What follows belongs to an exercise in optimizing a design on an open flow for small area, a short achievable clock period and few clock cycles per item; a production flow would make more cautious choices.
The RTL was checked by simulation tests, not by an equivalence proof against the original design.

### flow/flow/run.sh
#!/bin/bash
bash standard.sh SETUP_SLACK_MARGIN=6 \
    "BUFFER_PORTS_ARGS=-buffer_cell sky130_fd_sc_hd__buf_1" \
    finish > standard.log 2>&1
### flow/config.mk
export PLATFORM = sky130hd
export DESIGN_NAME = flow_hash
export DESIGN_NICKNAME = flow_hash
export VERILOG_FILES = /design/flow/design.v
export SDC_FILE = /design/flow/constraint.sdc
export NUM_CORES = 4
export LEC_CHECK = 0
export CAP_MARGIN = 20
export CORE_MARGIN = 2
export CORE_UTILIZATION = 45
export CTS_BUF_LIST = sky130_fd_sc_hd__clkbuf_8
export CTS_CLUSTER_SIZE = 20
export SETUP_SLACK_MARGIN = 5
export SLEW_MARGIN = 20
export SYNTH_HIERARCHICAL = 1
export SYNTH_MINIMUM_KEEP_SIZE = 0
### flow/standard.sh
#!/bin/bash
# synth_recipe.tcl (not shown) runs the flow's synth.tcl, then flattens the netlist and writes it again
# the make line also repeats each setting of config.mk as NAME=value (left out here)
make -C /OpenROAD-flow-scripts/flow DESIGN_CONFIG=/design/flow/config.mk WORK_HOME=/design/flow/orfs CLKGATE_MAP_FILE= SYNTH_SCRIPT=/design/flow/synth_recipe.tcl "${@:-finish}"
### flow/design.v
module flow_hash (
    input  wire         clk,
    input  wire         rst,
    input  wire [63:0]  hash_key0,
    input  wire [63:0]  hash_key1,
    input  wire [4:0]   bucket_bits,
    input  wire         in_valid,
    output wire         in_ready,
    input  wire         in_ipv6,
    input  wire         in_sym,
    input  wire [7:0]   in_proto,
    input  wire [15:0]  in_zone,
    input  wire [15:0]  in_sport,
    input  wire [15:0]  in_dport,
    input  wire [127:0] in_saddr,
    input  wire [127:0] in_daddr,
    output wire         out_valid,
    input  wire         out_ready,
    output wire [63:0]  out_hash,
    output wire [3:0]   out_shard,
    output wire [21:0]  out_bucket,
    output wire [15:0]  out_group,
    output wire         out_key_swap
);
    reg          busy;            
    reg  [3:0]   cnt;             
    reg          ipv6;
    reg          key_swap;
    reg          seen;            
    reg          swap_pre;        
    reg  [63:0]  v0, v1, v2, v3;
    reg  [63:0]  s1, s2, s3, s4;  
    reg  [63:0]  mw;              
    reg          pend;
    reg          res_full;
    reg  [63:0]  res_hash;
    reg          res_swap;
    reg  [21:0]  bmask;
    reg          last;            
    reg          rdy;             
    function [1:0] cmp128(input [127:0] a, input [127:0] b);
        reg [127:0] g, e;
        integer n, i;
        begin
            g = a & ~b;
            e = ~(a ^ b);
            for (n = 64; n >= 1; n = n / 2)
                for (i = 0; i < n; i = i + 1) begin
                    g[i] = g[2*i+1] | (e[2*i+1] & g[2*i]);
                    e[i] = e[2*i+1] & e[2*i];
                end
            cmp128 = {g[0], e[0]};
        end
    endfunction
    function [63:0] bswap(input [63:0] d);
        bswap = {d[7:0], d[15:8], d[23:16], d[31:24],
                 d[39:32], d[47:40], d[55:48], d[63:56]};
    endfunction
    wire [1:0] c_hi = cmp128({32'd0, in_saddr[127:32]}, {32'd0, in_daddr[127:32]});
    wire [1:0] c_lo = cmp128({96'd0, in_saddr[31:0]}, {96'd0, in_daddr[31:0]});
    wire [1:0] c_pt = cmp128({112'd0, in_sport}, {112'd0, in_dport});
    wire lo_gt  = c_lo[1] || (c_lo[0] && c_pt[1]);    
    wire src_gt = in_ipv6 ? (c_hi[1] || (c_hi[0] && lo_gt)) : lo_gt;
    wire swap   = swap_pre;
    wire [15:0]  kp_s = swap ? in_dport : in_sport;
    wire [15:0]  kp_d = swap ? in_sport : in_dport;
    wire [63:0] m0_new = bswap({in_ipv6 ? 8'h06 : 8'h04, in_proto, in_zone, kp_s, kp_d});
    wire [63:0] sa_hi  = bswap(in_saddr[127:64]);
    wire [63:0] sa_lo  = bswap(in_saddr[63:0]);
    wire [63:0] da_hi  = bswap(in_daddr[127:64]);
    wire [63:0] da_lo  = bswap(in_daddr[63:0]);
    wire [3:0]  last_cnt = ipv6 ? 4'd15 : 4'd9;
    wire [3:0]  fin_cnt  = ipv6 ? 4'd12 : 4'd6;
    wire        odd_comp = cnt[0] && (cnt < fin_cnt);   
    wire        pre_fin  = cnt == fin_cnt - 4'd1;       
    wire [2:0]  nw = cnt[3:1] + 3'd1;
    reg  [63:0] m_next;
    always @(*) begin
        m_next = 64'd0;
        if (ipv6) begin
            case (nw)
            3'd1: m_next = key_swap ? s3 : s1;
            3'd2: m_next = key_swap ? s4 : s2;
            3'd3: m_next = key_swap ? s1 : s3;
            3'd4: m_next = key_swap ? s2 : s4;
            3'd5: m_next = {8'd40, 56'd0};
            default: m_next = 64'd0;
            endcase
        end else begin
            case (nw)
            3'd1: m_next = key_swap ? {s2[63:32], s4[63:32]} : {s4[63:32], s2[63:32]};
            3'd2: m_next = {8'd16, 56'd0};
            default: m_next = 64'd0;
            endcase
        end
    end
    wire [63:0] n0, n1, n2, n3, nh;
    sip_round u_round (
        .v0_i(v0), .v1_i(v1), .v2_i(v2), .v3_i(v3),
        .x0(odd_comp ? mw : 64'd0),
        .x2({56'd0, {8{pre_fin}}}),
        .x3(odd_comp ? m_next : 64'd0),
        .init(init),
        .k0(hash_key0 ^ 64'h736f6d6570736575),
        .k1(hash_key1 ^ 64'h646f72616e646f6d),
        .k2(hash_key0 ^ 64'h6c7967656e657261),
        .k3(hash_key1 ^ 64'h7465646279746573 ^ m0_new),
        .v0_o(n0), .v1_o(n1), .v2_o(n2), .v3_o(n3), .h_o(nh)
    );
    wire   finish  = last && !res_full;
    wire   park    = last && res_full;
    wire   init    = !busy || last;
    assign in_ready = rdy;
    wire   accept  = in_valid && rdy;
    wire   take    = out_valid && out_ready;
    wire   seen_n     = in_valid && !accept;
    wire   busy_n     = init ? accept : 1'b1;
    wire   pend_n     = park || (pend && !(take && !res_full));
    wire   res_full_n = finish || (res_full && !out_ready);
    wire   last_n     = busy && !last && (cnt == last_cnt - 4'd1);
    wire   rdy_n      = seen_n && !pend_n && (!busy_n || (last_n && !res_full_n));
    always @(posedge clk) begin
        v0 <= n0;
        v1 <= n1;
        v2 <= n2;
        v3 <= n3;
        cnt <= init ? 4'd0 : cnt + 4'd1;
        if (rdy) begin
            s1 <= sa_hi;
            s2 <= sa_lo;
            s3 <= da_hi;
            s4 <= da_lo;
            ipv6 <= in_ipv6;
            key_swap <= swap;
        end
        if (park)
            mw <= nh;
        else if (rdy)
            mw <= m0_new;
        else if (busy && cnt[0])
            mw <= m_next;
        if (finish) begin
            res_hash <= nh;
            res_swap <= key_swap;
        end
        swap_pre <= in_sym && src_gt;
        bmask <= (bucket_bits >= 5'd22) ? 22'h3fffff : ((22'd1 << bucket_bits) - 22'd1);
        if (rst) begin
            busy <= 1'b0;
            res_full <= 1'b0;
            seen <= 1'b0;
            pend <= 1'b0;
            last <= 1'b0;
            rdy <= 1'b0;
        end else begin
            seen <= seen_n;
            busy <= busy_n;
            pend <= pend_n;
            res_full <= res_full_n;
            last <= last_n;
            rdy <= rdy_n;
        end
    end
    wire [63:0] h = res_full ? res_hash : mw;
    assign out_valid    = res_full || pend;
    assign out_hash     = h;
    assign out_shard    = h[63:60];
    assign out_bucket   = h[21:0] & bmask;
    assign out_group    = out_bucket[15:0];
    assign out_key_swap = res_full ? res_swap : key_swap;
endmodule
module sip_round (
    input  wire [63:0] v0_i,
    input  wire [63:0] v1_i,
    input  wire [63:0] v2_i,
    input  wire [63:0] v3_i,
    input  wire [63:0] x0,
    input  wire [63:0] x2,
    input  wire [63:0] x3,
    input  wire        init,
    input  wire [63:0] k0,
    input  wire [63:0] k1,
    input  wire [63:0] k2,
    input  wire [63:0] k3,
    output wire [63:0] v0_o,
    output wire [63:0] v1_o,
    output wire [63:0] v2_o,
    output wire [63:0] v3_o,
    output wire [63:0] h_o
);
    wire [63:0] ga0, ta0, ga2, ta2, gb0, tb0, gb2, tb2, a0r, a1, a2, a3;
    wire [62:0] ca0, ca2, cb0, cb2;
    sr_pg     u_pg  (.v0(v0_i), .v1(v1_i), .v2(v2_i), .v3(v3_i),
                     .ga0(ga0), .ta0(ta0), .ga2(ga2), .ta2(ta2));
    add64_pfx u_ca0 (.g(ga0), .p(ta0), .c(ca0));
    add64_pfx u_ca2 (.g(ga2), .p(ta2), .c(ca2));
    sr_mid    u_mid (.v0(v0_i), .v1(v1_i), .v2(v2_i), .v3(v3_i), .ca0(ca0), .ca2(ca2),
                     .gb0(gb0), .tb0(tb0), .gb2(gb2), .tb2(tb2),
                     .a0r(a0r), .a1(a1), .a2(a2), .a3(a3));
    add64_pfx u_cb0 (.g(gb0), .p(tb0), .c(cb0));
    add64_pfx u_cb2 (.g(gb2), .p(tb2), .c(cb2));
    wire [63:0] e0, e1, e2, e3, eh;
    sr_early  u_early (.a0r(a0r), .a1(a1), .a2(a2), .a3(a3), .x0(x0), .x2(x2), .x3(x3),
                       .e0(e0), .e1(e1), .e2(e2), .e3(e3), .eh(eh));
    sr_post   u_post (.cb0(cb0), .cb2(cb2), .e0(e0), .e1(e1), .e2(e2), .e3(e3), .eh(eh),
                      .init(init), .k0(k0), .k1(k1), .k2(k2), .k3(k3),
                      .v0(v0_o), .v1(v1_o), .v2(v2_o), .v3(v3_o), .h(h_o));
endmodule
module sr_pg (
    input  wire [63:0] v0,
    input  wire [63:0] v1,
    input  wire [63:0] v2,
    input  wire [63:0] v3,
    output wire [63:0] ga0,
    output wire [63:0] ta0,
    output wire [63:0] ga2,
    output wire [63:0] ta2
);
    assign ga0 = v0 & v1;
    assign ta0 = v0 | v1;
    assign ga2 = v2 & v3;
    assign ta2 = v2 | v3;
endmodule
module sr_mid (
    input  wire [63:0] v0,
    input  wire [63:0] v1,
    input  wire [63:0] v2,
    input  wire [63:0] v3,
    input  wire [62:0] ca0,
    input  wire [62:0] ca2,
    output wire [63:0] gb0,
    output wire [63:0] tb0,
    output wire [63:0] gb2,
    output wire [63:0] tb2,
    output wire [63:0] a0r,
    output wire [63:0] a1,
    output wire [63:0] a2,
    output wire [63:0] a3
);
    localparam [62:0] INV = 63'h55555555ffff55f6;
    wire [63:0] a0  = v0 ^ v1 ^ {ca0 ^ INV, 1'b0};
    assign a2  = v2 ^ v3 ^ {ca2 ^ INV, 1'b0};
    assign a0r = {a0[31:0], a0[63:32]};
    assign a1  = {v1[50:0], v1[63:51]} ^ a0;
    assign a3  = {v3[47:0], v3[63:48]} ^ a2;
    assign gb0 = a0r & a3;
    assign tb0 = a0r | a3;
    assign gb2 = a2 & a1;
    assign tb2 = a2 | a1;
endmodule
module sr_early (
    input  wire [63:0] a0r,
    input  wire [63:0] a1,
    input  wire [63:0] a2,
    input  wire [63:0] a3,
    input  wire [63:0] x0,
    input  wire [63:0] x2,
    input  wire [63:0] x3,
    output wire [63:0] e0,
    output wire [63:0] e1,
    output wire [63:0] e2,
    output wire [63:0] e3,
    output wire [63:0] eh
);
    wire [63:0] pb0 = a0r ^ a3;
    wire [63:0] pb2 = a2 ^ a1;
    wire [63:0] a1r = {a1[46:0], a1[63:47]};              
    wire [63:0] a3r = {a3[42:0], a3[63:43]};              
    wire [63:0] pbr = {pb2[31:0], pb2[63:32]};            
    assign e0 = pb0 ^ x0;
    assign e1 = a1r ^ pb2;
    assign e2 = pbr ^ x2;
    assign e3 = a3r ^ pb0 ^ x3;
    assign eh = a1r ^ a3r ^ pb2 ^ pbr;
endmodule
module sr_post (
    input  wire [62:0] cb0,
    input  wire [62:0] cb2,
    input  wire [63:0] e0,
    input  wire [63:0] e1,
    input  wire [63:0] e2,
    input  wire [63:0] e3,
    input  wire [63:0] eh,
    input  wire        init,
    input  wire [63:0] k0,
    input  wire [63:0] k1,
    input  wire [63:0] k2,
    input  wire [63:0] k3,
    output wire [63:0] v0,
    output wire [63:0] v1,
    output wire [63:0] v2,
    output wire [63:0] v3,
    output wire [63:0] h
);
    localparam [62:0] INV = 63'h55555555ffff55f6;
    wire [63:0] c0  = {cb0 ^ INV, 1'b0};
    wire [63:0] c2  = {cb2 ^ INV, 1'b0};
    wire [63:0] c2r = {c2[31:0], c2[63:32]};
    assign v0 = init ? k0 : e0 ^ c0;
    assign v1 = init ? k1 : e1 ^ c2;
    assign v2 = init ? k2 : e2 ^ c2r;
    assign v3 = init ? k3 : e3 ^ c0;
    assign h  = eh ^ c2 ^ c2r;
endmodule
module add64_pfx (
    input  wire [63:0] g,
    input  wire [63:0] p,
    output wire [62:0] c
);
    wire [31:0] g1;
    wire [30:0] q1;
    add64_pfx_l0 u_l0 (.gi({g[63], g[61], g[59], g[57], g[55], g[53], g[51], g[49], g[47], g[45], g[43], g[41], g[39], g[37], g[35], g[33], g[31], g[29], g[27], g[25], g[23], g[21], g[19], g[17], g[15], g[13], g[11], g[9], g[7], g[5], g[3], g[1]}), .pi({p[63], p[61], p[59], p[57], p[55], p[53], p[51], p[49], p[47], p[45], p[43], p[41], p[39], p[37], p[35], p[33], p[31], p[29], p[27], p[25], p[23], p[21], p[19], p[17], p[15], p[13], p[11], p[9], p[7], p[5], p[3], p[1]}), .gj({g[62], g[60], g[58], g[56], g[54], g[52], g[50], g[48], g[46], g[44], g[42], g[40], g[38], g[36], g[34], g[32], g[30], g[28], g[26], g[24], g[22], g[20], g[18], g[16], g[14], g[12], g[10], g[8], g[6], g[4], g[2], g[0]}), .go(g1), .pa({p[63], p[61], p[59], p[57], p[55], p[53], p[51], p[49], p[47], p[45], p[43], p[41], p[39], p[37], p[35], p[33], p[31], p[29], p[27], p[25], p[23], p[21], p[19], p[17], p[15], p[13], p[11], p[9], p[7], p[5], p[3]}), .pb({p[62], p[60], p[58], p[56], p[54], p[52], p[50], p[48], p[46], p[44], p[42], p[40], p[38], p[36], p[34], p[32], p[30], p[28], p[26], p[24], p[22], p[20], p[18], p[16], p[14], p[12], p[10], p[8], p[6], p[4], p[2]}), .po(q1));
    wire [30:0] g2;
    wire [29:0] q2;
    add64_pfx_l1 u_l1 (.gi({g1[31], g1[30], g1[29], g1[28], g1[27], g1[26], g1[25], g1[24], g1[23], g1[22], g1[21], g1[20], g1[19], g1[18], g1[17], g1[16], g1[15], g1[14], g1[13], g1[12], g1[11], g1[10], g1[9], g1[8], g1[7], g1[6], g1[5], g1[4], g1[3], g1[2], g1[1]}), .pi({q1[30], q1[29], q1[28], q1[27], q1[26], q1[25], q1[24], q1[23], q1[22], q1[21], q1[20], q1[19], q1[18], q1[17], q1[16], q1[15], q1[14], q1[13], q1[12], q1[11], q1[10], q1[9], q1[8], q1[7], q1[6], q1[5], q1[4], q1[3], q1[2], q1[1], q1[0]}), .gj({g1[30], g1[29], g1[28], g1[27], g1[26], g1[25], g1[24], g1[23], g1[22], g1[21], g1[20], g1[19], g1[18], g1[17], g1[16], g1[15], g1[14], g1[13], g1[12], g1[11], g1[10], g1[9], g1[8], g1[7], g1[6], g1[5], g1[4], g1[3], g1[2], g1[1], g1[0]}), .go(g2), .pa({q1[30], q1[29], q1[28], q1[27], q1[26], q1[25], q1[24], q1[23], q1[22], q1[21], q1[20], q1[19], q1[18], q1[17], q1[16], q1[15], q1[14], q1[13], q1[12], q1[11], q1[10], q1[9], q1[8], q1[7], q1[6], q1[5], q1[4], q1[3], q1[2], q1[1]}), .pb({q1[29], q1[28], q1[27], q1[26], q1[25], q1[24], q1[23], q1[22], q1[21], q1[20], q1[19], q1[18], q1[17], q1[16], q1[15], q1[14], q1[13], q1[12], q1[11], q1[10], q1[9], q1[8], q1[7], q1[6], q1[5], q1[4], q1[3], q1[2], q1[1], q1[0]}), .po(q2));
    wire [29:0] g3;
    wire [27:0] q3;
    add64_pfx_l2 u_l2 (.gi({g2[30], g2[29], g2[28], g2[27], g2[26], g2[25], g2[24], g2[23], g2[22], g2[21], g2[20], g2[19], g2[18], g2[17], g2[16], g2[15], g2[14], g2[13], g2[12], g2[11], g2[10], g2[9], g2[8], g2[7], g2[6], g2[5], g2[4], g2[3], g2[2], g2[1]}), .pi({q2[29], q2[28], q2[27], q2[26], q2[25], q2[24], q2[23], q2[22], q2[21], q2[20], q2[19], q2[18], q2[17], q2[16], q2[15], q2[14], q2[13], q2[12], q2[11], q2[10], q2[9], q2[8], q2[7], q2[6], q2[5], q2[4], q2[3], q2[2], q2[1], q2[0]}), .gj({g2[28], g2[27], g2[26], g2[25], g2[24], g2[23], g2[22], g2[21], g2[20], g2[19], g2[18], g2[17], g2[16], g2[15], g2[14], g2[13], g2[12], g2[11], g2[10], g2[9], g2[8], g2[7], g2[6], g2[5], g2[4], g2[3], g2[2], g2[1], g2[0], g1[0]}), .go(g3), .pa({q2[29], q2[28], q2[27], q2[26], q2[25], q2[24], q2[23], q2[22], q2[21], q2[20], q2[19], q2[18], q2[17], q2[16], q2[15], q2[14], q2[13], q2[12], q2[11], q2[10], q2[9], q2[8], q2[7], q2[6], q2[5], q2[4], q2[3], q2[2]}), .pb({q2[27], q2[26], q2[25], q2[24], q2[23], q2[22], q2[21], q2[20], q2[19], q2[18], q2[17], q2[16], q2[15], q2[14], q2[13], q2[12], q2[11], q2[10], q2[9], q2[8], q2[7], q2[6], q2[5], q2[4], q2[3], q2[2], q2[1], q2[0]}), .po(q3));
    wire [27:0] g4;
    wire [23:0] q4;
    add64_pfx_l3 u_l3 (.gi({g3[29], g3[28], g3[27], g3[26], g3[25], g3[24], g3[23], g3[22], g3[21], g3[20], g3[19], g3[18], g3[17], g3[16], g3[15], g3[14], g3[13], g3[12], g3[11], g3[10], g3[9], g3[8], g3[7], g3[6], g3[5], g3[4], g3[3], g3[2]}), .pi({q3[27], q3[26], q3[25], q3[24], q3[23], q3[22], q3[21], q3[20], q3[19], q3[18], q3[17], q3[16], q3[15], q3[14], q3[13], q3[12], q3[11], q3[10], q3[9], q3[8], q3[7], q3[6], q3[5], q3[4], q3[3], q3[2], q3[1], q3[0]}), .gj({g3[25], g3[24], g3[23], g3[22], g3[21], g3[20], g3[19], g3[18], g3[17], g3[16], g3[15], g3[14], g3[13], g3[12], g3[11], g3[10], g3[9], g3[8], g3[7], g3[6], g3[5], g3[4], g3[3], g3[2], g3[1], g3[0], g2[0], g1[0]}), .go(g4), .pa({q3[27], q3[26], q3[25], q3[24], q3[23], q3[22], q3[21], q3[20], q3[19], q3[18], q3[17], q3[16], q3[15], q3[14], q3[13], q3[12], q3[11], q3[10], q3[9], q3[8], q3[7], q3[6], q3[5], q3[4]}), .pb({q3[23], q3[22], q3[21], q3[20], q3[19], q3[18], q3[17], q3[16], q3[15], q3[14], q3[13], q3[12], q3[11], q3[10], q3[9], q3[8], q3[7], q3[6], q3[5], q3[4], q3[3], q3[2], q3[1], q3[0]}), .po(q4));
    wire [23:0] g5;
    wire [15:0] q5;
    add64_pfx_l4 u_l4 (.gi({g4[27], g4[26], g4[25], g4[24], g4[23], g4[22], g4[21], g4[20], g4[19], g4[18], g4[17], g4[16], g4[15], g4[14], g4[13], g4[12], g4[11], g4[10], g4[9], g4[8], g4[7], g4[6], g4[5], g4[4]}), .pi({q4[23], q4[22], q4[21], q4[20], q4[19], q4[18], q4[17], q4[16], q4[15], q4[14], q4[13], q4[12], q4[11], q4[10], q4[9], q4[8], q4[7], q4[6], q4[5], q4[4], q4[3], q4[2], q4[1], q4[0]}), .gj({g4[19], g4[18], g4[17], g4[16], g4[15], g4[14], g4[13], g4[12], g4[11], g4[10], g4[9], g4[8], g4[7], g4[6], g4[5], g4[4], g4[3], g4[2], g4[1], g4[0], g3[1], g3[0], g2[0], g1[0]}), .go(g5), .pa({q4[23], q4[22], q4[21], q4[20], q4[19], q4[18], q4[17], q4[16], q4[15], q4[14], q4[13], q4[12], q4[11], q4[10], q4[9], q4[8]}), .pb({q4[15], q4[14], q4[13], q4[12], q4[11], q4[10], q4[9], q4[8], q4[7], q4[6], q4[5], q4[4], q4[3], q4[2], q4[1], q4[0]}), .po(q5));
    wire [15:0] g6;
    add64_pfx_l5 u_l5 (.gi({g5[23], g5[22], g5[21], g5[20], g5[19], g5[18], g5[17], g5[16], g5[15], g5[14], g5[13], g5[12], g5[11], g5[10], g5[9], g5[8]}), .pi({q5[15], q5[14], q5[13], q5[12], q5[11], q5[10], q5[9], q5[8], q5[7], q5[6], q5[5], q5[4], q5[3], q5[2], q5[1], q5[0]}), .gj({g5[7], g5[6], g5[5], g5[4], g5[3], g5[2], g5[1], g5[0], g4[3], g4[2], g4[1], g4[0], g3[1], g3[0], g2[0], g1[0]}), .go(g6));
    wire [30:0] g7;
    add64_pfx_l6 u_l6 (.gi({g[62], g[60], g[58], g[56], g[54], g[52], g[50], g[48], g[46], g[44], g[42], g[40], g[38], g[36], g[34], g[32], g[30], g[28], g[26], g[24], g[22], g[20], g[18], g[16], g[14], g[12], g[10], g[8], g[6], g[4], g[2]}), .pi({p[62], p[60], p[58], p[56], p[54], p[52], p[50], p[48], p[46], p[44], p[42], p[40], p[38], p[36], p[34], p[32], p[30], p[28], p[26], p[24], p[22], p[20], p[18], p[16], p[14], p[12], p[10], p[8], p[6], p[4], p[2]}), .gj({g6[14], g6[13], g6[12], g6[11], g6[10], g6[9], g6[8], g6[7], g6[6], g6[5], g6[4], g6[3], g6[2], g6[1], g6[0], g5[7], g5[6], g5[5], g5[4], g5[3], g5[2], g5[1], g5[0], g4[3], g4[2], g4[1], g4[0], g3[1], g3[0], g2[0], g1[0]}), .go(g7));
    assign c = {g7[30], g6[14], g7[29], g6[13], g7[28], g6[12], g7[27], g6[11], g7[26], g6[10], g7[25], g6[9], g7[24], g6[8], g7[23], g6[7], g7[22], g6[6], g7[21], g6[5], g7[20], g6[4], g7[19], g6[3], g7[18], g6[2], g7[17], g6[1], g7[16], g6[0], g7[15], g5[7], g7[14], g5[6], g7[13], g5[5], g7[12], g5[4], g7[11], g5[3], g7[10], g5[2], g7[9], g5[1], g7[8], g5[0], g7[7], g4[3], g7[6], g4[2], g7[5], g4[1], g7[4], g4[0], g7[3], g3[1], g7[2], g3[0], g7[1], g2[0], g7[0], g1[0], g[0]};
endmodule
module add64_pfx_l0 (
    input  wire [31:0] gi,
    input  wire [31:0] pi,
    input  wire [31:0] gj,
    input  wire [30:0] pa,
    input  wire [30:0] pb,
    output wire [30:0] po,
    output wire [31:0] go
);
    assign go[0] = ~(gi[0] | (pi[0] & gj[0]));
    assign go[1] = ~(gi[1] | (pi[1] & gj[1]));
    assign go[2] = ~(gi[2] | (pi[2] & gj[2]));
    assign go[3] = ~(gi[3] | (pi[3] & gj[3]));
    assign go[4] = ~(gi[4] | (pi[4] & gj[4]));
    assign go[5] = ~(gi[5] | (pi[5] & gj[5]));
    assign go[6] = ~(gi[6] | (pi[6] & gj[6]));
    assign go[7] = ~(gi[7] | (pi[7] & gj[7]));
    assign go[8] = ~(gi[8] | (pi[8] & gj[8]));
    assign go[9] = ~(gi[9] | (pi[9] & gj[9]));
    assign go[10] = ~(gi[10] | (pi[10] & gj[10]));
    assign go[11] = ~(gi[11] | (pi[11] & gj[11]));
    assign go[12] = ~(gi[12] | (pi[12] & gj[12]));
    assign go[13] = ~(gi[13] | (pi[13] & gj[13]));
    assign go[14] = ~(gi[14] | (pi[14] & gj[14]));
    assign go[15] = ~(gi[15] | (pi[15] & gj[15]));
    assign go[16] = ~(gi[16] | (pi[16] & gj[16]));
    assign go[17] = ~(gi[17] | (pi[17] & gj[17]));
    assign go[18] = ~(gi[18] | (pi[18] & gj[18]));
    assign go[19] = ~(gi[19] | (pi[19] & gj[19]));
    assign go[20] = ~(gi[20] | (pi[20] & gj[20]));
    assign go[21] = ~(gi[21] | (pi[21] & gj[21]));
    assign go[22] = ~(gi[22] | (pi[22] & gj[22]));
    assign go[23] = ~(gi[23] | (pi[23] & gj[23]));
    assign go[24] = ~(gi[24] | (pi[24] & gj[24]));
    assign go[25] = ~(gi[25] | (pi[25] & gj[25]));
    assign go[26] = ~(gi[26] | (pi[26] & gj[26]));
    assign go[27] = ~(gi[27] | (pi[27] & gj[27]));
    assign go[28] = ~(gi[28] | (pi[28] & gj[28]));
    assign go[29] = ~(gi[29] | (pi[29] & gj[29]));
    assign go[30] = ~(gi[30] | (pi[30] & gj[30]));
    assign go[31] = ~(gi[31] | (pi[31] & gj[31]));
    assign po[0] = ~(pa[0] & pb[0]);
    assign po[1] = ~(pa[1] & pb[1]);
    assign po[2] = ~(pa[2] & pb[2]);
    assign po[3] = ~(pa[3] & pb[3]);
    assign po[4] = ~(pa[4] & pb[4]);
    assign po[5] = ~(pa[5] & pb[5]);
    assign po[6] = ~(pa[6] & pb[6]);
    assign po[7] = ~(pa[7] & pb[7]);
    assign po[8] = ~(pa[8] & pb[8]);
    assign po[9] = ~(pa[9] & pb[9]);
    assign po[10] = ~(pa[10] & pb[10]);
    assign po[11] = ~(pa[11] & pb[11]);
    assign po[12] = ~(pa[12] & pb[12]);
    assign po[13] = ~(pa[13] & pb[13]);
    assign po[14] = ~(pa[14] & pb[14]);
    assign po[15] = ~(pa[15] & pb[15]);
    assign po[16] = ~(pa[16] & pb[16]);
    assign po[17] = ~(pa[17] & pb[17]);
    assign po[18] = ~(pa[18] & pb[18]);
    assign po[19] = ~(pa[19] & pb[19]);
    assign po[20] = ~(pa[20] & pb[20]);
    assign po[21] = ~(pa[21] & pb[21]);
    assign po[22] = ~(pa[22] & pb[22]);
    assign po[23] = ~(pa[23] & pb[23]);
    assign po[24] = ~(pa[24] & pb[24]);
    assign po[25] = ~(pa[25] & pb[25]);
    assign po[26] = ~(pa[26] & pb[26]);
    assign po[27] = ~(pa[27] & pb[27]);
    assign po[28] = ~(pa[28] & pb[28]);
    assign po[29] = ~(pa[29] & pb[29]);
    assign po[30] = ~(pa[30] & pb[30]);
endmodule
module add64_pfx_l1 (
    input  wire [30:0] gi,
    input  wire [30:0] pi,
    input  wire [30:0] gj,
    input  wire [29:0] pa,
    input  wire [29:0] pb,
    output wire [29:0] po,
    output wire [30:0] go
);
    assign go[0] = (~gi[0] | (~pi[0] & ~gj[0]));
    assign go[1] = (~gi[1] | (~pi[1] & ~gj[1]));
    assign go[2] = (~gi[2] | (~pi[2] & ~gj[2]));
    assign go[3] = (~gi[3] | (~pi[3] & ~gj[3]));
    assign go[4] = (~gi[4] | (~pi[4] & ~gj[4]));
    assign go[5] = (~gi[5] | (~pi[5] & ~gj[5]));
    assign go[6] = (~gi[6] | (~pi[6] & ~gj[6]));
    assign go[7] = (~gi[7] | (~pi[7] & ~gj[7]));
    assign go[8] = (~gi[8] | (~pi[8] & ~gj[8]));
    assign go[9] = (~gi[9] | (~pi[9] & ~gj[9]));
    assign go[10] = (~gi[10] | (~pi[10] & ~gj[10]));
    assign go[11] = (~gi[11] | (~pi[11] & ~gj[11]));
    assign go[12] = (~gi[12] | (~pi[12] & ~gj[12]));
    assign go[13] = (~gi[13] | (~pi[13] & ~gj[13]));
    assign go[14] = (~gi[14] | (~pi[14] & ~gj[14]));
    assign go[15] = (~gi[15] | (~pi[15] & ~gj[15]));
    assign go[16] = (~gi[16] | (~pi[16] & ~gj[16]));
    assign go[17] = (~gi[17] | (~pi[17] & ~gj[17]));
    assign go[18] = (~gi[18] | (~pi[18] & ~gj[18]));
    assign go[19] = (~gi[19] | (~pi[19] & ~gj[19]));
    assign go[20] = (~gi[20] | (~pi[20] & ~gj[20]));
    assign go[21] = (~gi[21] | (~pi[21] & ~gj[21]));
    assign go[22] = (~gi[22] | (~pi[22] & ~gj[22]));
    assign go[23] = (~gi[23] | (~pi[23] & ~gj[23]));
    assign go[24] = (~gi[24] | (~pi[24] & ~gj[24]));
    assign go[25] = (~gi[25] | (~pi[25] & ~gj[25]));
    assign go[26] = (~gi[26] | (~pi[26] & ~gj[26]));
    assign go[27] = (~gi[27] | (~pi[27] & ~gj[27]));
    assign go[28] = (~gi[28] | (~pi[28] & ~gj[28]));
    assign go[29] = (~gi[29] | (~pi[29] & ~gj[29]));
    assign go[30] = (~gi[30] | (~pi[30] & ~gj[30]));
    assign po[0] = (~pa[0] & ~pb[0]);
    assign po[1] = (~pa[1] & ~pb[1]);
    assign po[2] = (~pa[2] & ~pb[2]);
    assign po[3] = (~pa[3] & ~pb[3]);
    assign po[4] = (~pa[4] & ~pb[4]);
    assign po[5] = (~pa[5] & ~pb[5]);
    assign po[6] = (~pa[6] & ~pb[6]);
    assign po[7] = (~pa[7] & ~pb[7]);
    assign po[8] = (~pa[8] & ~pb[8]);
    assign po[9] = (~pa[9] & ~pb[9]);
    assign po[10] = (~pa[10] & ~pb[10]);
    assign po[11] = (~pa[11] & ~pb[11]);
    assign po[12] = (~pa[12] & ~pb[12]);
    assign po[13] = (~pa[13] & ~pb[13]);
    assign po[14] = (~pa[14] & ~pb[14]);
    assign po[15] = (~pa[15] & ~pb[15]);
    assign po[16] = (~pa[16] & ~pb[16]);
    assign po[17] = (~pa[17] & ~pb[17]);
    assign po[18] = (~pa[18] & ~pb[18]);
    assign po[19] = (~pa[19] & ~pb[19]);
    assign po[20] = (~pa[20] & ~pb[20]);
    assign po[21] = (~pa[21] & ~pb[21]);
    assign po[22] = (~pa[22] & ~pb[22]);
    assign po[23] = (~pa[23] & ~pb[23]);
    assign po[24] = (~pa[24] & ~pb[24]);
    assign po[25] = (~pa[25] & ~pb[25]);
    assign po[26] = (~pa[26] & ~pb[26]);
    assign po[27] = (~pa[27] & ~pb[27]);
    assign po[28] = (~pa[28] & ~pb[28]);
    assign po[29] = (~pa[29] & ~pb[29]);
endmodule
module add64_pfx_l2 (
    input  wire [29:0] gi,
    input  wire [29:0] pi,
    input  wire [29:0] gj,
    input  wire [27:0] pa,
    input  wire [27:0] pb,
    output wire [27:0] po,
    output wire [29:0] go
);
    assign go[0] = ~(gi[0] | (pi[0] & ~gj[0]));
    assign go[1] = ~(gi[1] | (pi[1] & gj[1]));
    assign go[2] = ~(gi[2] | (pi[2] & gj[2]));
    assign go[3] = ~(gi[3] | (pi[3] & gj[3]));
    assign go[4] = ~(gi[4] | (pi[4] & gj[4]));
    assign go[5] = ~(gi[5] | (pi[5] & gj[5]));
    assign go[6] = ~(gi[6] | (pi[6] & gj[6]));
    assign go[7] = ~(gi[7] | (pi[7] & gj[7]));
    assign go[8] = ~(gi[8] | (pi[8] & gj[8]));
    assign go[9] = ~(gi[9] | (pi[9] & gj[9]));
    assign go[10] = ~(gi[10] | (pi[10] & gj[10]));
    assign go[11] = ~(gi[11] | (pi[11] & gj[11]));
    assign go[12] = ~(gi[12] | (pi[12] & gj[12]));
    assign go[13] = ~(gi[13] | (pi[13] & gj[13]));
    assign go[14] = ~(gi[14] | (pi[14] & gj[14]));
    assign go[15] = ~(gi[15] | (pi[15] & gj[15]));
    assign go[16] = ~(gi[16] | (pi[16] & gj[16]));
    assign go[17] = ~(gi[17] | (pi[17] & gj[17]));
    assign go[18] = ~(gi[18] | (pi[18] & gj[18]));
    assign go[19] = ~(gi[19] | (pi[19] & gj[19]));
    assign go[20] = ~(gi[20] | (pi[20] & gj[20]));
    assign go[21] = ~(gi[21] | (pi[21] & gj[21]));
    assign go[22] = ~(gi[22] | (pi[22] & gj[22]));
    assign go[23] = ~(gi[23] | (pi[23] & gj[23]));
    assign go[24] = ~(gi[24] | (pi[24] & gj[24]));
    assign go[25] = ~(gi[25] | (pi[25] & gj[25]));
    assign go[26] = ~(gi[26] | (pi[26] & gj[26]));
    assign go[27] = ~(gi[27] | (pi[27] & gj[27]));
    assign go[28] = ~(gi[28] | (pi[28] & gj[28]));
    assign go[29] = ~(gi[29] | (pi[29] & gj[29]));
    assign po[0] = ~(pa[0] & pb[0]);
    assign po[1] = ~(pa[1] & pb[1]);
    assign po[2] = ~(pa[2] & pb[2]);
    assign po[3] = ~(pa[3] & pb[3]);
    assign po[4] = ~(pa[4] & pb[4]);
    assign po[5] = ~(pa[5] & pb[5]);
    assign po[6] = ~(pa[6] & pb[6]);
    assign po[7] = ~(pa[7] & pb[7]);
    assign po[8] = ~(pa[8] & pb[8]);
    assign po[9] = ~(pa[9] & pb[9]);
    assign po[10] = ~(pa[10] & pb[10]);
    assign po[11] = ~(pa[11] & pb[11]);
    assign po[12] = ~(pa[12] & pb[12]);
    assign po[13] = ~(pa[13] & pb[13]);
    assign po[14] = ~(pa[14] & pb[14]);
    assign po[15] = ~(pa[15] & pb[15]);
    assign po[16] = ~(pa[16] & pb[16]);
    assign po[17] = ~(pa[17] & pb[17]);
    assign po[18] = ~(pa[18] & pb[18]);
    assign po[19] = ~(pa[19] & pb[19]);
    assign po[20] = ~(pa[20] & pb[20]);
    assign po[21] = ~(pa[21] & pb[21]);
    assign po[22] = ~(pa[22] & pb[22]);
    assign po[23] = ~(pa[23] & pb[23]);
    assign po[24] = ~(pa[24] & pb[24]);
    assign po[25] = ~(pa[25] & pb[25]);
    assign po[26] = ~(pa[26] & pb[26]);
    assign po[27] = ~(pa[27] & pb[27]);
endmodule
module add64_pfx_l3 (
    input  wire [27:0] gi,
    input  wire [27:0] pi,
    input  wire [27:0] gj,
    input  wire [23:0] pa,
    input  wire [23:0] pb,
    output wire [23:0] po,
    output wire [27:0] go
);
    assign go[0] = (~gi[0] | (~pi[0] & ~gj[0]));
    assign go[1] = (~gi[1] | (~pi[1] & gj[1]));
    assign go[2] = (~gi[2] | (~pi[2] & ~gj[2]));
    assign go[3] = (~gi[3] | (~pi[3] & ~gj[3]));
    assign go[4] = (~gi[4] | (~pi[4] & ~gj[4]));
    assign go[5] = (~gi[5] | (~pi[5] & ~gj[5]));
    assign go[6] = (~gi[6] | (~pi[6] & ~gj[6]));
    assign go[7] = (~gi[7] | (~pi[7] & ~gj[7]));
    assign go[8] = (~gi[8] | (~pi[8] & ~gj[8]));
    assign go[9] = (~gi[9] | (~pi[9] & ~gj[9]));
    assign go[10] = (~gi[10] | (~pi[10] & ~gj[10]));
    assign go[11] = (~gi[11] | (~pi[11] & ~gj[11]));
    assign go[12] = (~gi[12] | (~pi[12] & ~gj[12]));
    assign go[13] = (~gi[13] | (~pi[13] & ~gj[13]));
    assign go[14] = (~gi[14] | (~pi[14] & ~gj[14]));
    assign go[15] = (~gi[15] | (~pi[15] & ~gj[15]));
    assign go[16] = (~gi[16] | (~pi[16] & ~gj[16]));
    assign go[17] = (~gi[17] | (~pi[17] & ~gj[17]));
    assign go[18] = (~gi[18] | (~pi[18] & ~gj[18]));
    assign go[19] = (~gi[19] | (~pi[19] & ~gj[19]));
    assign go[20] = (~gi[20] | (~pi[20] & ~gj[20]));
    assign go[21] = (~gi[21] | (~pi[21] & ~gj[21]));
    assign go[22] = (~gi[22] | (~pi[22] & ~gj[22]));
    assign go[23] = (~gi[23] | (~pi[23] & ~gj[23]));
    assign go[24] = (~gi[24] | (~pi[24] & ~gj[24]));
    assign go[25] = (~gi[25] | (~pi[25] & ~gj[25]));
    assign go[26] = (~gi[26] | (~pi[26] & ~gj[26]));
    assign go[27] = (~gi[27] | (~pi[27] & ~gj[27]));
    assign po[0] = (~pa[0] & ~pb[0]);
    assign po[1] = (~pa[1] & ~pb[1]);
    assign po[2] = (~pa[2] & ~pb[2]);
    assign po[3] = (~pa[3] & ~pb[3]);
    assign po[4] = (~pa[4] & ~pb[4]);
    assign po[5] = (~pa[5] & ~pb[5]);
    assign po[6] = (~pa[6] & ~pb[6]);
    assign po[7] = (~pa[7] & ~pb[7]);
    assign po[8] = (~pa[8] & ~pb[8]);
    assign po[9] = (~pa[9] & ~pb[9]);
    assign po[10] = (~pa[10] & ~pb[10]);
    assign po[11] = (~pa[11] & ~pb[11]);
    assign po[12] = (~pa[12] & ~pb[12]);
    assign po[13] = (~pa[13] & ~pb[13]);
    assign po[14] = (~pa[14] & ~pb[14]);
    assign po[15] = (~pa[15] & ~pb[15]);
    assign po[16] = (~pa[16] & ~pb[16]);
    assign po[17] = (~pa[17] & ~pb[17]);
    assign po[18] = (~pa[18] & ~pb[18]);
    assign po[19] = (~pa[19] & ~pb[19]);
    assign po[20] = (~pa[20] & ~pb[20]);
    assign po[21] = (~pa[21] & ~pb[21]);
    assign po[22] = (~pa[22] & ~pb[22]);
    assign po[23] = (~pa[23] & ~pb[23]);
endmodule
module add64_pfx_l4 (
    input  wire [23:0] gi,
    input  wire [23:0] pi,
    input  wire [23:0] gj,
    input  wire [15:0] pa,
    input  wire [15:0] pb,
    output wire [15:0] po,
    output wire [23:0] go
);
    assign go[0] = ~(gi[0] | (pi[0] & ~gj[0]));
    assign go[1] = ~(gi[1] | (pi[1] & gj[1]));
    assign go[2] = ~(gi[2] | (pi[2] & ~gj[2]));
    assign go[3] = ~(gi[3] | (pi[3] & ~gj[3]));
    assign go[4] = ~(gi[4] | (pi[4] & gj[4]));
    assign go[5] = ~(gi[5] | (pi[5] & gj[5]));
    assign go[6] = ~(gi[6] | (pi[6] & gj[6]));
    assign go[7] = ~(gi[7] | (pi[7] & gj[7]));
    assign go[8] = ~(gi[8] | (pi[8] & gj[8]));
    assign go[9] = ~(gi[9] | (pi[9] & gj[9]));
    assign go[10] = ~(gi[10] | (pi[10] & gj[10]));
    assign go[11] = ~(gi[11] | (pi[11] & gj[11]));
    assign go[12] = ~(gi[12] | (pi[12] & gj[12]));
    assign go[13] = ~(gi[13] | (pi[13] & gj[13]));
    assign go[14] = ~(gi[14] | (pi[14] & gj[14]));
    assign go[15] = ~(gi[15] | (pi[15] & gj[15]));
    assign go[16] = ~(gi[16] | (pi[16] & gj[16]));
    assign go[17] = ~(gi[17] | (pi[17] & gj[17]));
    assign go[18] = ~(gi[18] | (pi[18] & gj[18]));
    assign go[19] = ~(gi[19] | (pi[19] & gj[19]));
    assign go[20] = ~(gi[20] | (pi[20] & gj[20]));
    assign go[21] = ~(gi[21] | (pi[21] & gj[21]));
    assign go[22] = ~(gi[22] | (pi[22] & gj[22]));
    assign go[23] = ~(gi[23] | (pi[23] & gj[23]));
    assign po[0] = ~(pa[0] & pb[0]);
    assign po[1] = ~(pa[1] & pb[1]);
    assign po[2] = ~(pa[2] & pb[2]);
    assign po[3] = ~(pa[3] & pb[3]);
    assign po[4] = ~(pa[4] & pb[4]);
    assign po[5] = ~(pa[5] & pb[5]);
    assign po[6] = ~(pa[6] & pb[6]);
    assign po[7] = ~(pa[7] & pb[7]);
    assign po[8] = ~(pa[8] & pb[8]);
    assign po[9] = ~(pa[9] & pb[9]);
    assign po[10] = ~(pa[10] & pb[10]);
    assign po[11] = ~(pa[11] & pb[11]);
    assign po[12] = ~(pa[12] & pb[12]);
    assign po[13] = ~(pa[13] & pb[13]);
    assign po[14] = ~(pa[14] & pb[14]);
    assign po[15] = ~(pa[15] & pb[15]);
endmodule
module add64_pfx_l5 (
    input  wire [15:0] gi,
    input  wire [15:0] pi,
    input  wire [15:0] gj,
    output wire [15:0] go
);
    assign go[0] = (~gi[0] | (~pi[0] & ~gj[0]));
    assign go[1] = (~gi[1] | (~pi[1] & gj[1]));
    assign go[2] = (~gi[2] | (~pi[2] & ~gj[2]));
    assign go[3] = (~gi[3] | (~pi[3] & ~gj[3]));
    assign go[4] = (~gi[4] | (~pi[4] & gj[4]));
    assign go[5] = (~gi[5] | (~pi[5] & gj[5]));
    assign go[6] = (~gi[6] | (~pi[6] & gj[6]));
    assign go[7] = (~gi[7] | (~pi[7] & gj[7]));
    assign go[8] = (~gi[8] | (~pi[8] & ~gj[8]));
    assign go[9] = (~gi[9] | (~pi[9] & ~gj[9]));
    assign go[10] = (~gi[10] | (~pi[10] & ~gj[10]));
    assign go[11] = (~gi[11] | (~pi[11] & ~gj[11]));
    assign go[12] = (~gi[12] | (~pi[12] & ~gj[12]));
    assign go[13] = (~gi[13] | (~pi[13] & ~gj[13]));
    assign go[14] = (~gi[14] | (~pi[14] & ~gj[14]));
    assign go[15] = (~gi[15] | (~pi[15] & ~gj[15]));
endmodule
module add64_pfx_l6 (
    input  wire [30:0] gi,
    input  wire [30:0] pi,
    input  wire [30:0] gj,
    output wire [30:0] go
);
    assign go[0] = ~(gi[0] | (pi[0] & ~gj[0]));
    assign go[1] = ~(gi[1] | (pi[1] & gj[1]));
    assign go[2] = ~(gi[2] | (pi[2] & ~gj[2]));
    assign go[3] = ~(gi[3] | (pi[3] & ~gj[3]));
    assign go[4] = ~(gi[4] | (pi[4] & gj[4]));
    assign go[5] = ~(gi[5] | (pi[5] & gj[5]));
    assign go[6] = ~(gi[6] | (pi[6] & gj[6]));
    assign go[7] = ~(gi[7] | (pi[7] & gj[7]));
    assign go[8] = ~(gi[8] | (pi[8] & ~gj[8]));
    assign go[9] = ~(gi[9] | (pi[9] & ~gj[9]));
    assign go[10] = ~(gi[10] | (pi[10] & ~gj[10]));
    assign go[11] = ~(gi[11] | (pi[11] & ~gj[11]));
    assign go[12] = ~(gi[12] | (pi[12] & ~gj[12]));
    assign go[13] = ~(gi[13] | (pi[13] & ~gj[13]));
    assign go[14] = ~(gi[14] | (pi[14] & ~gj[14]));
    assign go[15] = ~(gi[15] | (pi[15] & ~gj[15]));
    assign go[16] = ~(gi[16] | (pi[16] & gj[16]));
    assign go[17] = ~(gi[17] | (pi[17] & gj[17]));
    assign go[18] = ~(gi[18] | (pi[18] & gj[18]));
    assign go[19] = ~(gi[19] | (pi[19] & gj[19]));
    assign go[20] = ~(gi[20] | (pi[20] & gj[20]));
    assign go[21] = ~(gi[21] | (pi[21] & gj[21]));
    assign go[22] = ~(gi[22] | (pi[22] & gj[22]));
    assign go[23] = ~(gi[23] | (pi[23] & gj[23]));
    assign go[24] = ~(gi[24] | (pi[24] & gj[24]));
    assign go[25] = ~(gi[25] | (pi[25] & gj[25]));
    assign go[26] = ~(gi[26] | (pi[26] & gj[26]));
    assign go[27] = ~(gi[27] | (pi[27] & gj[27]));
    assign go[28] = ~(gi[28] | (pi[28] & gj[28]));
    assign go[29] = ~(gi[29] | (pi[29] & gj[29]));
    assign go[30] = ~(gi[30] | (pi[30] & gj[30]));
endmodule
module byte_rev64 (
    input  wire [63:0] d,
    output wire [63:0] q
);
    assign q = {d[7:0], d[15:8], d[23:16], d[31:24],
                d[39:32], d[47:40], d[55:48], d[63:56]};
endmodule
### flow/constraint.sdc
create_clock -name core_clock -period 11.0 [get_ports {clk}]
set_input_delay 2.2000 -clock core_clock [delete_from_list [all_inputs] [get_ports {clk}]]
set_output_delay 2.2000 -clock core_clock [all_outputs]
set_load 0.01 [all_outputs]
==> results of run 1 <==
[layout make-up]
class                      instances  share of cell area [%]
multi-input combinational       4701                    57.9
sequential                       675                    25.7
timing repair buffer             787                    6.23
inverter                         598                    3.30
clock buffer                     151                    3.05
tap                             1625                    2.98
clock inverter                    88                   0.776
antenna                           13                  0.0477
[metrics by stage]
step                      setup slack (ns)  cell area [um2]
after floorplan                       6.38            55400
after global placement                3.73            59100
after detailed placement              3.63            59100
after CTS                             5.87            65000
after global routing                  5.83            68200
final                                 5.96            68200
[worst paths after layout]
kind | cells after the start | end | from
setup / recovery | 20 | v0[43]$_DFF_P_ | v1[53]$_DFF_P_
hold / removal | 2 | pend$_SDFF_PP0_ | pend$_SDFF_PP0_
setup reg to reg | 20 | v0[43]$_DFF_P_ | v1[53]$_DFF_P_
hold reg to reg | 2 | pend$_SDFF_PP0_ | pend$_SDFF_PP0_
[registers in the layout, summed over array words and instances (netlist names), 4 cells and up]
| register | cells |
|---|---|
| bmask | 22 |
| cnt | 4 |
| mw | 64 |
| res_hash | 64 |
| s1 | 64 |
| s2 | 64 |
| s3 | 64 |
| s4 | 64 |
| v0 | 64 |
| v1 | 64 |
| v2 | 64 |
| v3 | 64 |
[layer usage]
metal  vias up  track usage, %  wire [um]
met4        24            26.5      21000
met5         -           0.528        246
met2      2681            67.4     124000
met3       596            12.9      29400
li1      22000               -          -
met1     24000            53.5     108000
[timing repair]
action	CTS	global route
gates resized for setup	504	502
pin swaps	39	119
endpoints found under the setup margin	395	205
setup buffers	75	103
[worst max-delay path, delay by kind of cell (launching register included)]
family	cells	cell delay [ns]
flip-flops	1	0.41
AO/OA/AOI/OAI	9	1.67
AND/OR/NAND/NOR	8	1.75
XOR/XNOR	2	0.83
buffers and inverters	1	0.18
==> notes.md, run 1 <==
The remaining antenna violation count is 0. The required arrival time at the worst endpoint is 11.74 ns, and the final number of max-transition violations is 0. In the final design database the tool counted 7493 nets. For the floorplan die area, the log shows 126000 um2.

The filler cell count was 11300. After floorplanning, the core was divided into 128 placement rows. In this run, the number of DRC markers left after iteration 0 of detailed routing was 5179. The number of antenna violations at the first check in global routing came out at 28. The area growth from synthesis to layout works out to 23.5%. Entering global routing, the biggest net connects 210 pins.

After floorplanning, the core was sized to cover 122000 um2. STA classifies the critical path startpoint as a register. On the final layout, the worst hold slack is 0.487 ns. TritonCTS built the clock tree. Maximum level of the CTS H-tree: 4. Path class of the lowest-slack min-delay path: register to register. The run gives 49300 as the total number of vias. The run gives 560 as the number of I/O pins. Once layout is complete, the utilization of the core stands at 56.0%. Most frequent standard cell in the layout excluding fill and tap cells: sky130_fd_sc_hd__nand2_1.

The effective utilization at floorplan is 45.4%, and the hold violation count in the final report is 0. The later pin in the worst-skew pair is clocked with a latency of 0.92 ns. The average size of a mapped cell was 9.06 um2.

Setup repair after global routing could not meet its margin everywhere. Summing all flip-flop and latch instances after layout gives 17500 um2. The number of violations of the max-capacitance limit is 0. The tools report the CTS root buffer as sky130_fd_sc_hd__clkbuf_8. The clock net sink count is 675. Final clock period utilization by the worst path: 45.8%. The count of cells in the finished layout, fillers not included, comes to 8638.

The run finished with no timing, DRC or antenna violations. The die extent in y came out at 354 um. The routed wire length per instance was 32.7 um; the total congestion overflow was 0.

Traced cell by cell, the critical path runs through or2_1 > nand2_1 > o21ai_1 > a21oi_1 > o21ai_1 > a21oi_4 > o21ai_4 > a21oi_2 > xor3_2 > buf_4 > nand2_1 > nand2_2 > nor2_2 > nand2_1 > nor2_4 > nand2_1 > o21ai_2 > a21oi_2 > xor2_2 > o21ai_0. Static timing analysis puts the maximum clock frequency at 198 MHz. The arrival time at the worst endpoint was 5.78 ns. For the slack of the worst reg-to-reg path, the log shows 5.96 ns. Worst setup skew after layout: 0.0512 ns.

During placement, the flow inserted port buffers numbering 559. The run gives 39500 um2 as the multi-input gate area in the final layout. Via count of the first global-routing pass: 46700.

The shortest clock period the worst path allows after layout came out at 5.04 ns. After clock tree synthesis, the clock-pin slew on the worst setup and hold paths is 0.08 ns. The tools report the total placed cells including tap cells as 8208. In this design, the stage delay of the slowest critical-path cell is 0.50 ns. The die span in x was 354 um. The cell that appears most often on the critical path is sky130_fd_sc_hd__nand2_1. The first detailed-routing pass took 6 iterations. The first global-routing pass estimated 373000 um of wire. Layout cell share with drive strength beyond 1: 24.9%. Yosys printed 7 warnings. STA classifies the critical path endpoint as a register.

Of all nets on the critical path, the largest fanout is 4. In the routed design, unresolved DRC markers number 0. In the synthesized netlist, the number of instances is 6097. The detailed-route vias per instance was 5.70. After routing, the total negative slack on setup checks comes to 0 ns. The cell area that synthesis handed to floorplanning was 55200 um2. Slowest library cell on the worst path: sky130_fd_sc_hd__xor3_2. For the global-route usage over all layers, the log shows 43.6%.

The type of the worst setup path is register to register. After detailed routing, the total wire length is 282000 um.

The count of endpoints failing setup in the final report was 0; the number of buffers inserted during clock tree synthesis was 132. The worst pin sits at a relative slew slack of 16.7%. The number of buffers on the longest clock path was 3. In the layout the commonest cells are sky130_fd_sc_hd__nand2_1 (659), sky130_fd_sc_hd__inv_1 (638), sky130_fd_sc_hd__buf_1 (559), sky130_fd_sc_hd__xnor2_1 (463), sky130_fd_sc_hd__edfxtp_1 (387). The worst-margin pin slew came out at 1.25 ns. The logs give 1.08 for the final weighted congestion in routability-driven placement and 240000 um for the detailed placer's ending HPWL.

In this run, post-CTS hold repair placed 0 buffers.
Testbench counts, summed over its fixed seeds: cycles 37,616, items 3,200.
==> run 2: changes to the inputs <==
==> flow/flow/run.sh (replaced) <==
#!/bin/bash
bash standard.sh SETUP_SLACK_MARGIN=6.5 \
    "BUFFER_PORTS_ARGS=-buffer_cell sky130_fd_sc_hd__buf_1" \
    finish > standard.log 2>&1
==> notes.md, run 2 <==
In this run, CTS created clock tree buffers numbering 131. The layout cell share with drive strength beyond 1 was 36.3%; the total number of vias was 51800. The average size of a mapped cell was 9.06 um2. Effective utilization at floorplan: 45.4%. The total placed cells including tap cells is 8203. The tools report the synthesized cell area as 55200 um2. The detailed-route vias per instance is 5.81. The finished cells cover 76500 um2.

The final layout contains 7760 nets. The run gives 0 as the final number of max-transition violations. The tree built by TritonCTS fans out to 675 sinks.

The final routed DRC violation total came out at 0. On the critical path, the stage with the largest delay is an instance of sky130_fd_sc_hd__xor3_4. Dividing the detail-routed wire length by the instance count gives 33.4 um. After clock tree synthesis, the flow added hold-fix buffers numbering 0. At the later pin of the worst-skew pair, clock insertion delay measures 0.93 ns. Pin count of the biggest net entering global routing: 205. The number of violations of the max-capacitance limit is 0, and the filler cell count is 10300.

Synthesis produced a netlist whose cell count is 6097. The die covers 126000 um2. In this design, the stage delay of the slowest critical-path cell is 0.48 ns. The maximum level of the CTS H-tree came out at 4.

Timing would allow up to 199 MHz. At the pin with the least slew margin, the transition time is 1.30 ns. The total congestion overflow is 0.

The tools report the kind of capture point of the worst setup path as a register. The run finished with no timing, DRC or antenna violations. Wires add up to 297000 um. Counting stages on the worst path, the most repeated cell is sky130_fd_sc_hd__a21oi_4. The clock transition time at the flip-flop clock pins of the worst setup and hold paths was 0.06 ns; the worst setup skew after layout was 0.0574 ns. The die extent in y is 354 um, and the number of detailed-routing iterations run before antenna repair is 6. Setup repair after global routing could not meet its margin everywhere.

The via count of the first global-routing pass came out at 49200. The tools report the hold violation count in the final report as 0. The type of the worst setup path is register to register. The tools report the startpoint kind of the worst setup timing path as a register. The area growth from synthesis to layout works out to 38.6%. The Yosys step of the flow raised 7 warnings.

The core area came out at 122000 um2. The remaining antenna violation count is 0, and the number of rows created at floorplan is 128. For the worst setup path, the data required time is 11.62 ns. The run gives 23 as the number of antenna violations at the first check in global routing.

Once layout is complete, the utilization of the core stands at 62.9%. In this design, the largest share of critical-path delay is due to compound AO/OA/AOI/OAI gates. TritonCTS built the clock tree. Dividing the final minimum period by the clock period gives 45.7%. The first global-routing pass estimated 390000 um of wire. The cell sitting at the root of the clock tree is a sky130_fd_sc_hd__clkbuf_8. The number of port buffers is 559, and the final sum of negative setup slack is 0 ns. In the final layout, the multi-input gates occupy 44100 um2. Of all nets on the critical path, the largest fanout is 4. Summing all flip-flop and latch instances after layout gives 17600 um2. The run gives 45.6% as the global-route usage over all layers.

The final weighted congestion in routability-driven placement was 1.09; the area after detailed placement was 59100 um2. The count of endpoints failing setup in the final report was 0; the post-route non-filler standard cell count was 8903. The relative slew slack is 13.3%. After the first detailed-routing iteration, the DRC count stood at 5784. The run gives 245000 um as the detailed placer's ending HPWL. Leaving out fill and tap cells, the most frequent cell in the layout is sky130_fd_sc_hd__inv_1. No sink is reached through more buffers than the 3 on the longest clock path. The worst hold path belongs to the class register to register. The library cells used most frequently in the layout, excluding fill and tap cells, are sky130_fd_sc_hd__inv_1 (615), sky130_fd_sc_hd__nand2_1 (583), sky130_fd_sc_hd__buf_1 (479), sky130_fd_sc_hd__edfxtp_1 (387), sky130_fd_sc_hd__xnor2_1 (383). The clock period could shrink to 5.02 ns. Walking the worst path, the cells encountered are or2_4 > a21oi_4 > buf_6 > o21ai_4 > a21oi_4 > o21ai_4 > a21oi_4 > inv_2 > a21oi_2 > xor3_4 > xor2_4 > nand2_2 > a21oi_4 > o21ai_4 > a21oi_4 > o21ai_2 > a21oi_4 > o21ai_4 > buf_12 > xor2_4 > xnor2_2 > nor2_1 > a21oi_1. The number of I/O pins was 560; the arrival time at the worst endpoint was 5.64 ns. In this run the horizontal extent of the chip is 354 um. The count of buffering cells on the critical path with inverters included works out to 3.
-- run 2: layer usage --
layer / up-vias / track usage, % / wire length (um)
met5: - / 0 / 218
met4: 16 / 29.3 / 24700
met3: 724 / 12.9 / 32500
met2: 2977 / 70.6 / 130000
met1: 25600 / 55.7 / 110000
li1: 22500 / - / -
-- run 2: worst min-delay path: stages (launching register included) --
cell and delay, ns:
sky130_fd_sc_hd__dfxtp_1 0.32, sky130_fd_sc_hd__nand2_1 0.06, sky130_fd_sc_hd__a21oi_1 0.05
-- run 2: through the flow --
stage	hold WS (ns)	setup WS, ns
after floorplan	0.406	6.61
after global placement	0.463	3.83
after detailed placement	0.468	3.75
after CTS	0.476	6.03
after global routing	0.523	5.91
final	0.480	5.98
-- run 2: layout make-up --
cell class                 instances  area share (%)
multi-input combinational       4701            57.6
sequential                       675            23.0
timing repair buffer            1055            10.4
inverter                         598            2.96
tap                             1625            2.66
clock buffer                     140            2.52
clock inverter                    97           0.816
antenna                           12          0.0392
-- run 2: timing repair --
item / in CTS / in global routing
resized for setup: 1399 / 948
setup buffers: 236 / 210
pin swaps: 204 / 340
endpoints found under the setup margin: 475 / 407
cloned: 5 / 0
-- run 2: path summary, 6_finish.rpt --
check                                     start  slack [ns]                to  cells after the start
worst min-delay path            pend$_SDFF_PP0_        0.48   pend$_SDFF_PP0_                      2
worst max-delay path             v1[17]$_DFF_P_        5.98  mw[62]$_DFFE_PP_                     23
worst max register to register   v1[17]$_DFF_P_        5.98  mw[62]$_DFFE_PP_                     23
worst min register to register  pend$_SDFF_PP0_        0.48   pend$_SDFF_PP0_                      2
==> run 3: changes to the inputs <==
==> flow/flow/run.sh (replaced) <==
#!/bin/bash
bash standard.sh SETUP_SLACK_MARGIN=5.75 \
    "BUFFER_PORTS_ARGS=-buffer_cell sky130_fd_sc_hd__buf_1" \
    finish > standard.log 2>&1
==> notes.md, run 3 <==
Path class of the lowest-slack min-delay path: register to register. Counting the buffers created by CTS gives 132. The worst path needs 5.33 ns of the cycle, external delays included. The total number of vias is 48900, and the area growth from synthesis to layout is 18.3%.

The total overflow left after global routing is 0. The die extent in y was 354 um. The first global-routing pass estimated 371000 um of wire.

Of the available clock period, the critical path in the final layout requires 48.5%. At the pin with the least slew margin, the transition time is 1.17 ns. Setup repair after global routing could not meet its margin everywhere. The tools report the worst setup skew after layout as 0.0524 ns.

The tools report the number of I/O pins as 560. Leaving out fill and tap cells, the most frequent cells in the layout are sky130_fd_sc_hd__nand2_1 (712), sky130_fd_sc_hd__inv_1 (642), sky130_fd_sc_hd__buf_1 (559), sky130_fd_sc_hd__xnor2_1 (479), sky130_fd_sc_hd__nor2_1 (415). In the final routed layout, each cell accounts on average for 32.8 um. The logs give 7391 for the number of nets in the finished design and 188 MHz for the highest clock rate. The worst setup path is captured at a register.

The flow ran to the end and the layout has no timing, DRC or antenna violations. Clock net sink count: 675. The count of nets left with antenna violations once routing finished came out at 0.

The number of buffers on the longest clock path is 3, and the final routed DRC violation total is 0. The hold violation count in the final report is 0. Measured along the x axis, the die boundary spans 354 um. The final number of max-transition violations came out at 0. The core area is 122000 um2, and the required arrival time at the worst endpoint is 11.76 ns. STA puts the critical path data arrival time at 6.09 ns.

Fill cells in the final layout number 11500. In this run the cell area of the synthesized design comes to 55200 um2. The count of endpoints failing setup in the final report is 0. In the routed layout, each cell is associated on average with a via count of 5.73.

The number of detailed-routing iterations run before antenna repair was 6; the global-route usage over all layers was 43.4%. The critical path is of the register to register type.

Cells with a size suffix above 1 make up 19.9% of the layout. The startpoint kind of the worst setup timing path was a register.

The warning count from the yosys run is 7, and the number of hold-repair buffers added at the cts stage is 0. Once the floorplan was initialized, standard cells occupied 45.4% of the core. TritonCTS built the clock tree. For the detailed placer's ending HPWL, the log shows 240000 um. Entering global routing, the biggest net connects 210 pins.

The finished layout holds 8532 standard cells, fillers aside. The logs give 30 for the number of antenna violations at the first check in global routing and 1.08 for the final weighted congestion in routability-driven placement. Summed over all failing endpoints, the final setup total negative slack is 0 ns.

Counting tap cells, the placed design contains a total of 8208 instances. The via count of the first global-routing pass came out at 46200. The tools report the relative slew slack as 22.0%. Each instance of the synthesized netlist takes up on average 9.06 um2. After the first detailed-routing iteration, the DRC count stood at 5294. The number of port buffers was 559.

After clock tree synthesis, the clock-pin slew on the worst setup and hold paths is 0.06 ns. The biggest fanout along the worst timing path was 4. In the synthesized netlist, the number of instances is 6097. The cell sitting at the root of the clock tree is a sky130_fd_sc_hd__clkbuf_8. The finished cells cover 65300 um2. The most frequent standard cell in the layout excluding fill and tap cells is sky130_fd_sc_hd__nand2_1. The logs give 59100 um2 for the area after detailed placement and 0.92 ns for the clock latency on the worst-skew pair. Maximum level of the CTS H-tree: 4.

The floorplan step defined a die boundary enclosing 126000 um2. The floorplan has 128 rows. Number of violations of the max-capacitance limit: 0.

Wires add up to 280000 um.
## run 3: worst paths after layout
| kind | from | endpoint | slack (ns) | depth (start not counted) |
|---|---|---|---|---|
| setup / recovery | v3[23]$_DFF_P_ | mw[10]$_DFFE_PP_ | 5.67 | 20 |
| hold / removal | pend$_SDFF_PP0_ | pend$_SDFF_PP0_ | 0.49 | 2 |
| setup reg to reg | v3[23]$_DFF_P_ | mw[10]$_DFFE_PP_ | 5.67 | 20 |
| hold reg to reg | pend$_SDFF_PP0_ | pend$_SDFF_PP0_ | 0.49 | 2 |
## run 3: repair_timing
item / in CTS / in global routing
pin swaps: 15 / 41
gates cloned: 0 / 0
resized for setup: 305 / 269
buffers inserted: 27 / 49
setup endpoints to repair: 375 / 175
## run 3: layout make-up
cell class / count / area (um2) / area share, %
antenna: 9 / 22.5 / 0.0345
clock buffer: 151 / 2080 / 3.18
clock inverter: 88 / 529 / 0.810
inverter: 598 / 2240 / 3.44
multi-input combinational: 4701 / 37700 / 57.7
sequential: 675 / 17400 / 26.7
tap: 1625 / 2030 / 3.11
timing repair buffer: 685 / 3310 / 5.07
## run 3: worst max-delay path: stages, from the launching register on
cell and delay [ns]:
sky130_fd_sc_hd__dfxtp_1 0.61, sky130_fd_sc_hd__or2_1 0.22, sky130_fd_sc_hd__nand2_1 0.24, sky130_fd_sc_hd__nor2_1 0.29
sky130_fd_sc_hd__nand2_1 0.17, sky130_fd_sc_hd__nor2_1 0.26, sky130_fd_sc_hd__nand2_1 0.12, sky130_fd_sc_hd__o21ai_2 0.33
sky130_fd_sc_hd__a21oi_1 0.13, sky130_fd_sc_hd__xor3_2 0.37, sky130_fd_sc_hd__nand2_1 0.21, sky130_fd_sc_hd__nand2_2 0.18
sky130_fd_sc_hd__nor2_1 0.28, sky130_fd_sc_hd__nand2_1 0.16, sky130_fd_sc_hd__nor2_2 0.22, sky130_fd_sc_hd__nand2_1 0.13
sky130_fd_sc_hd__o21ai_4 0.31, sky130_fd_sc_hd__xnor2_1 0.22, sky130_fd_sc_hd__xnor2_2 0.47, sky130_fd_sc_hd__nor2_1 0.10
sky130_fd_sc_hd__a21oi_1 0.13
## run 3: layer usage
layer  vias to the layer above  routed length, um  global-route usage, %
li1                      21800                  -                      -
met5                         -                186                      0
met4                        28              21200                   26.8
met3                       594              28800                   12.1
met1                     23900             108000                   53.9
met2                      2589             122000                   66.8
## run 3: per-stage QoR
step,hold WS (ns),worst slack [ns],util (%)
3_5_place_dp,0.477,3.63,48.6
4_1_cts,0.487,5.62,52.3
5_1_grt,0.530,5.59,53.7
3_3_place_gp,0.467,3.73,48.6
2_1_floorplan,0.406,6.38,-
6_report,0.488,5.67,53.7

==> what the ideal ports hide <==
No port has a modelled driver above. Below, the same layouts with a new extraction and two added sets of constraints.
Step 1 assumes that a clkbuf_16 drives the clock port and a buf_2 every other input.
Step 2, shift: input delay + t, output delay - t, t = (earliest + latest rising clock arrival at the registers) / 2. This alone moves slack from input paths to output paths.
Three values: ideal, step 1, step 2; two values: the first two.
run	t (ns)	setup slack, ns	hold WS [ns]	worst register clock-pin slew, ns	cell pins on the clock port's net
run 1	0.975	5.957 / 5.957 / 5.822	0.487 / 0.487 / 0.487	0.08 / 0.08	1
run 2	0.982	5.977 / 5.977 / 5.769	0.480 / 0.480 / 0.480	0.07 / 0.07	1
run 3	0.977	5.668 / 5.668 / 5.668	0.488 / 0.488 / 0.488	0.08 / 0.08	1
After both steps every run listed still meets setup and hold. The setup slack of run 2, which loses most, moves by 0.000 ns with the drivers and by -0.208 ns with both steps.
